What follows belongs to an exercise in optimizing a design on an open flow for small area; a production flow would make more cautious choices. RTL that was checked went through simulation tests only; none was proved equivalent to the original.

==> inputs of run X <==
// chk_unit
module chk_unit (
    input  wire        clk,
    input  wire        rst,
    input  wire        req_valid,
    input  wire        req_write,
    input  wire [6:0]  req_addr,
    input  wire [31:0] req_wdata,
    input  wire [2:0]  req_src,
    input  wire [2:0]  req_jet,
    output reg         rsp_valid,
    output reg         rsp_denied,
    output reg  [31:0] rsp_rdata,        
    input  wire [7:0]  fold_addr,
    input  wire        tick_ms,
    input  wire        jet_stop,
    input  wire [2:0]  jet_stop_id,
    input  wire        steward_stop,
    input  wire        lockout,
    output wire        mismatch_evt,
    output reg  [2:0]  mismatch_ch
);
clock: 13.0 ns
lec_check: 0
cap_margin: 10
core_margin: 2
core_utilization: 60
gpl_routability_driven: 0
place_density: 0.72
slew_margin: 10
standard.sh (not shown) runs the stock make flow with config.mk's settings and CLKGATE_MAP_FILE= SYNTH_SCRIPT=/design/flow/synth_recipe.tcl, a recipe that flattens the netlist after the stock synthesis.
==> flow/flow/run.sh <==
#!/bin/bash
# Own layout flow.
# 1. The standard synthesis (standard.sh synth).
# 2. The same synthesis again with an area-oriented ABC mapping script
#    (area_synth.tcl, abc_area_map.script, bias_lib.py); its netlist replaces
#    the standard one only if it holds exactly the same registers (names and
#    cell types).
# 3. The standard ORFS layout steps, with clock tree and port buffer
#    settings of our own.
# Each tool's output goes to a log of its own in this folder.
set -euo pipefail
W=$(pwd)
R=$W/orfs/results/$FLOW_PLATFORM/chk_unit/base
A=$W/orfs_area/results/$FLOW_PLATFORM/chk_unit/base

bash standard.sh synth > 1_standard_synth.log 2>&1
cp $R/1_2_yosys.v $W/standard_synth.v

python3 flow/bias_lib.py $FLOW_HOME/platforms/$FLOW_PLATFORM/lib/sky130_fd_sc_hd__tt_025C_1v80.lib \
  $W/abc_bias.lib 5.0 > 2_bias_lib.log 2>&1
if bash standard.sh WORK_HOME=$W/orfs_area SYNTH_SCRIPT=$W/flow/area_synth.tcl synth \
     > 2_area_synth.log 2>&1 \
   && python3 flow/regs_match.py $W/standard_synth.v $A/1_2_yosys.v > 2_regs_match.log 2>&1; then
  cp $A/1_2_yosys.v $R/1_2_yosys.v
  touch $R/1_2_yosys.v
fi

bash standard.sh \
  "CTS_ARGS=-sink_clustering_enable -repair_clock_nets -sink_clustering_size 10 -sink_clustering_max_diameter 40 -buf_list sky130_fd_sc_hd__clkbuf_4 -dont_use_dummy_load" \
  "BUFFER_PORTS_ARGS=-buffer_cell sky130_fd_sc_hd__buf_1" \
  finish > 3_layout.log 2>&1
Other scripts of this flow, unchanged in this note and not shown: flow/flow/abc_area_map.script, flow/flow/area_synth.tcl, flow/flow/bias_lib.py, flow/flow/regs_match.py
==> run B (differences from run X) <==
--- a/flow/design.v
+++ b/flow/design.v
@@ -572,11 +572,11 @@
     input  wire [31:0] req_wdata,
     input  wire [2:0]  req_src,
     input  wire [2:0]  req_jet,
     output reg         rsp_valid,
     output reg         rsp_denied,
-    output reg  [31:0] rsp_rdata,        
+    output reg  [31:0] rsp_rdata,
     input  wire [7:0]  fold_addr,
     input  wire        tick_ms,
     input  wire        jet_stop,
     input  wire [2:0]  jet_stop_id,
     input  wire        steward_stop,
@@ -591,30 +591,31 @@
     wire [2:0]  c  = req_addr[6:4];
     wire [3:0]  r  = req_addr[3:0];
     wire [31:0] wd = req_wdata;
     wire        priv = !c[2];
     wire [3:0]  id = (req_src == 3'd1) ? {1'b1, req_jet} : {1'b0, req_src};
-    localparam NW = 32 + 16 + 6 + 6 + 8 + 4 + 2;
-    wire [NW-1:0] q_w [0:7];
+    localparam NB = 32 + 32 + 32 + 30 + 13 + 16 + 6 + 6 + 8 + 2 + 4 + 2 + 1 + 1;
+    wire [NB-1:0] q_all [0:7];
     wire [7:0]    oh_c = 8'd1 << c;
-    localparam NR = 32 + 32 + 30 + 13 + 16 + 6 + 8 + 2 + 1 + 1;
-    wire [NR-1:0] q_r [0:7];
-    wire [7:0]    mm_set;        
-    reg [NW-1:0] s_w;
+    reg [NB-1:0] s_all;
     integer n;
     always @(*) begin
-        s_w = {NW{1'b0}};
+        s_all = {NB{1'b0}};
         for (n = 0; n < 8; n = n + 1)
-            s_w = s_w | (q_w[n] & {NW{oh_c[n]}});
+            s_all = s_all | (q_all[n] & {NB{oh_c[n]}});
     end
-    wire [31:0] crc_c;
+    wire [31:0] crc_c, res_c, cmp_c;
+    wire [29:0] fsrc_c;
+    wire [12:0] fcnt_c;
     wire [15:0] seq_c;
     wire [5:0]  cfg_c, act_c;
     wire [7:0]  alive_c;
+    wire [1:0]  cuf_c, le_c;
     wire [3:0]  own_c;
-    wire [1:0]  le_c;
-    assign {crc_c, seq_c, cfg_c, act_c, alive_c, own_c, le_c} = s_w;
+    wire        mm_c, fd_c;
+    assign {crc_c, res_c, cmp_c, fsrc_c, fcnt_c, seq_c, cfg_c, act_c,
+            alive_c, cuf_c, own_c, le_c, mm_c, fd_c} = s_all;
     wire active_c = (own_c != IDLE);
     wire owner_c  = (own_c == id);
     wire prot     = (r <= R_BYTE) || (r == R_CMP);
     wire denied   = (priv && req_src == 3'd1) || (active_c && !owner_c && prot);
     wire ok       = req_valid && req_write && !denied;
@@ -663,16 +664,21 @@
             2'd0:    begin fin_v = {16'h0000, y[15:0]};       mask = 32'h0000_FFFF; end
             2'd3:    begin fin_v = {24'h000000, ~y[7:0]};      mask = 32'h0000_00FF; end
             default: begin fin_v = ~y;                         mask = 32'hFFFF_FFFF; end
         endcase
     end
-    reg       mm_pend;
-    reg [1:0] mm_w;
+    wire [31:0] diff = fin_v ^ cmp_c;
+    reg  [7:0]  mm_part;
+    reg         mm_pend;
+    integer k;
     always @(posedge clk) begin
+        for (k = 0; k < 8; k = k + 1)
+            mm_part[k] <= mask[4*k] && (|diff[4*k +: 4]);
         mm_pend <= !rst && ok && fin && cmp_en;
-        mm_w    <= {mask[16], mask[8]};
     end
+    assign mismatch_evt = mm_pend && (mm_part != 8'h00);
+    wire [7:0] mm_set = {8{mismatch_evt}} & (8'd1 << mismatch_ch);
     wire [3:0] own_s = start ? id : own_c;
     wire [3:0] d_own = (b_abort || (!b_feed && b_finish)) ? IDLE : own_s;
     wire       rel_w = (d_own != IDLE) && (lockout ||
                                            (jet_stop && d_own == {1'b1, jet_stop_id}) ||
                                            (steward_stop && d_own == 4'b0100));
@@ -727,68 +733,41 @@
                 .q_fsrc(q_fsrc), .q_fcnt(q_fcnt), .q_cmp(q_cmp),
                 .q_crc(q_crc), .q_res(q_res), .q_alive(q_alive),
                 .q_cuf(q_cuf), .q_le(q_le), .q_fd(q_fd), .q_mm(q_mm),
                 .q_own(q_own)
             );
-            assign q_w[g] = {q_crc, q_seq, q_cfg, q_act, q_alive, q_own, q_le};
-            assign q_r[g] = {q_res, q_cmp, q_fsrc, q_fcnt, q_seq, q_cfg,
-                             q_alive, q_cuf, q_mm, q_fd};
+            assign q_all[g] = {q_crc, q_res, q_cmp, q_fsrc, q_fcnt, q_seq, q_cfg, q_act,
+                               q_alive, q_cuf, q_own, q_le, q_mm, q_fd};
         end
     endgenerate
-    reg [3:0] ra;           
-    reg [3:0] ra_own;       
-    reg [1:0] ra_le;
+    wire [7:0] cnt_used = !cuf_c[1] ? 8'h00
+                        : cuf_c[0] ? {4'h0, alive_c[3:0] - 4'd1} : alive_c - 8'd1;
+    wire [2:0] owner    = !active_c ? 3'd0 : own_c[3] ? 3'd1 : own_c[2:0];
+    wire [2:0] ojet     = own_c[3] ? own_c[2:0] : 3'd0;
+    reg [31:0] rdata;
+    always @(*) begin
+        case (r)
+            R_CFG:  rdata = {15'h0, cfg_c[5], 3'h0, priv & cfg_c[0], 2'h0,
+                             priv ? 2'b00 : cfg_c[1:0], 3'h0, cfg_c[4], 2'h0, cfg_c[3:2]};
+            R_SEQ:  rdata = {16'h0000, seq_c};
+            R_FSRC: rdata = {fsrc_c[29:28], 2'b00, fsrc_c[27:0]};
+            R_FCNT: rdata = {19'h0, fcnt_c};
+            R_RES:  rdata = res_c;
+            R_CMP:  rdata = cmp_c;
+            R_STAT: rdata = {active_c ? 2'd1 : 2'd0, owner, ojet, mm_c | mm_set[c],
+                             1'b0, le_c, 1'b0, 1'b0, fd_c, 1'b0, cnt_used, 8'h00};
+            default: rdata = 32'h0;
+        endcase
+    end
     always @(posedge clk) begin
         if (rst) begin
             rsp_valid    <= 1'b0;
             tcnt         <= 7'd0;
         end else begin
             rsp_valid    <= req_valid;
             tcnt         <= tnext;
         end
         rsp_denied  <= req_write && denied;
+        rsp_rdata   <= rdata;
         mismatch_ch <= c;
-        ra          <= r;
-        ra_own      <= own_c;
-        ra_le       <= le_c;
-    end
-    wire [7:0]    oh_a = 8'd1 << mismatch_ch;
-    reg  [NR-1:0] s_r;
-    always @(*) begin
-        s_r = {NR{1'b0}};
-        for (n = 0; n < 8; n = n + 1)
-            s_r = s_r | (q_r[n] & {NR{oh_a[n]}});
-    end
-    wire [31:0] res_a, cmp_a;
-    wire [29:0] fsrc_a;
-    wire [12:0] fcnt_a;
-    wire [15:0] seq_a;
-    wire [5:0]  cfg_a;
-    wire [7:0]  alive_a;
-    wire [1:0]  cuf_a;
-    wire        mm_a, fd_a;
-    assign {res_a, cmp_a, fsrc_a, fcnt_a, seq_a, cfg_a, alive_a, cuf_a, mm_a, fd_a} = s_r;
-    wire [31:0] diff = res_a ^ cmp_a;
-    assign mismatch_evt = mm_pend && ((|diff[7:0]) || (mm_w[0] && (|diff[15:8])) ||
-                                      (mm_w[1] && (|diff[31:16])));
-    assign mm_set = {8{mismatch_evt}} & oh_a;
-    wire       apriv    = !mismatch_ch[2];
-    wire       aactive  = (ra_own != IDLE);
-    wire [7:0] cnt_used = !cuf_a[1] ? 8'h00
-                        : cuf_a[0] ? {4'h0, alive_a[3:0] - 4'd1} : alive_a - 8'd1;
-    wire [2:0] owner    = !aactive ? 3'd0 : ra_own[3] ? 3'd1 : ra_own[2:0];
-    wire [2:0] ojet     = ra_own[3] ? ra_own[2:0] : 3'd0;
-    always @(*) begin
-        case (ra)
-            R_CFG:  rsp_rdata = {15'h0, cfg_a[5], 3'h0, apriv & cfg_a[0], 2'h0,
-                                 apriv ? 2'b00 : cfg_a[1:0], 3'h0, cfg_a[4], 2'h0, cfg_a[3:2]};
-            R_SEQ:  rsp_rdata = {16'h0000, seq_a};
-            R_FSRC: rsp_rdata = {fsrc_a[29:28], 2'b00, fsrc_a[27:0]};
-            R_FCNT: rsp_rdata = {19'h0, fcnt_a};
-            R_RES:  rsp_rdata = res_a;
-            R_CMP:  rsp_rdata = cmp_a;
-            R_STAT: rsp_rdata = {aactive ? 2'd1 : 2'd0, owner, ojet, mm_a,
-                                 1'b0, ra_le, 1'b0, 1'b0, fd_a, 1'b0, cnt_used, 8'h00};
-            default: rsp_rdata = 32'h0;
-        endcase
     end
 endmodule
--- a/flow/flow/run.sh
+++ b/flow/flow/run.sh
@@ -24,8 +24,8 @@
   cp $A/1_2_yosys.v $R/1_2_yosys.v
   touch $R/1_2_yosys.v
 fi
 
 bash standard.sh \
-  "CTS_ARGS=-sink_clustering_enable -repair_clock_nets -sink_clustering_size 10 -sink_clustering_max_diameter 40 -buf_list sky130_fd_sc_hd__clkbuf_4 -dont_use_dummy_load" \
+  "CTS_ARGS=-sink_clustering_enable -repair_clock_nets -sink_clustering_size 16 -sink_clustering_max_diameter 60 -buf_list sky130_fd_sc_hd__clkbuf_8 -dont_use_dummy_load" \
   "BUFFER_PORTS_ARGS=-buffer_cell sky130_fd_sc_hd__buf_1" \
   finish > 3_layout.log 2>&1
==> flow/config.mk (replaced) <==
export PLATFORM = sky130hd
export DESIGN_NAME = chk_unit
export DESIGN_NICKNAME = chk_unit
export VERILOG_FILES = /design/flow/design.v
export SDC_FILE = /design/flow/constraint.sdc
export NUM_CORES = 8
export LEC_CHECK = 0
export CAP_MARGIN = 10
export CORE_MARGIN = 2
export CORE_UTILIZATION = 50
export SLEW_MARGIN = 10
==> flow_metrics.tcl <==
set metrics [dict create \
    dp_hpwl_mm 137 \
    wl_met1_mm 73.7 \
    fillers 7703 \
    dpl_worst_slack_ns 0.580 \
    seq-power_mw 6.93 \
    initial_core_util_pct 60.2 \
    worst_path_max_delay_cell "o32ai_1" \
    p_leak_nw 22.5 \
    outcome "timing/DRC/antenna clean" \
    antenna_found_initial 10 \
    num_vias 44757 \
    powerDensity_nw_per_um2 253 \
    area.growth.synth_to_final_pct 9.19 \
]
the above is filed under run X

==> flow_metrics.tcl <==
set metrics [dict create \
    fillers 10292 \
    dpl_worst_slack_ns 0.503 \
    wl_met1_mm 88.7 \
    initial_core_util_pct 50.3 \
    num_vias 42996 \
    outcome "timing/DRC/antenna clean" \
    area.growth.synth_to_final_pct 10.4 \
]
the above is filed under run B

The RTL of run X was laid out without a check of its function.

[re-timing with driven ports]
The flow's constraints put no driver on any port. The routed layouts listed below were extracted and timed again, unchanged, in two steps. Step 1 sets driving cells, clkbuf_16 on the clock port and buf_2 on the other inputs (assumed; they add their load-dependent delay and slew). Step 2 also shifts input and output timing later by t, the mid clock arrival at the registers, as if the neighbouring blocks saw the same clock. Three values: no drivers, after step 1, after step 2; two values: the first two.
run | t, ns | slack for setup (ns) | clock arrival spread, ns | cell pins on the clock port's net
run X | 1.177 | 1.259 / 1.311 / 0.134 | 0.170 / 0.170 | 1
run B | 0.896 | 1.231 / 1.281 / 0.385 | 0.153 / 0.153 | 1
After both steps setup and hold are still met in every run listed. The setup slack of run X, which loses most, moves by +0.052 ns with the drivers and by -1.125 ns with both steps.
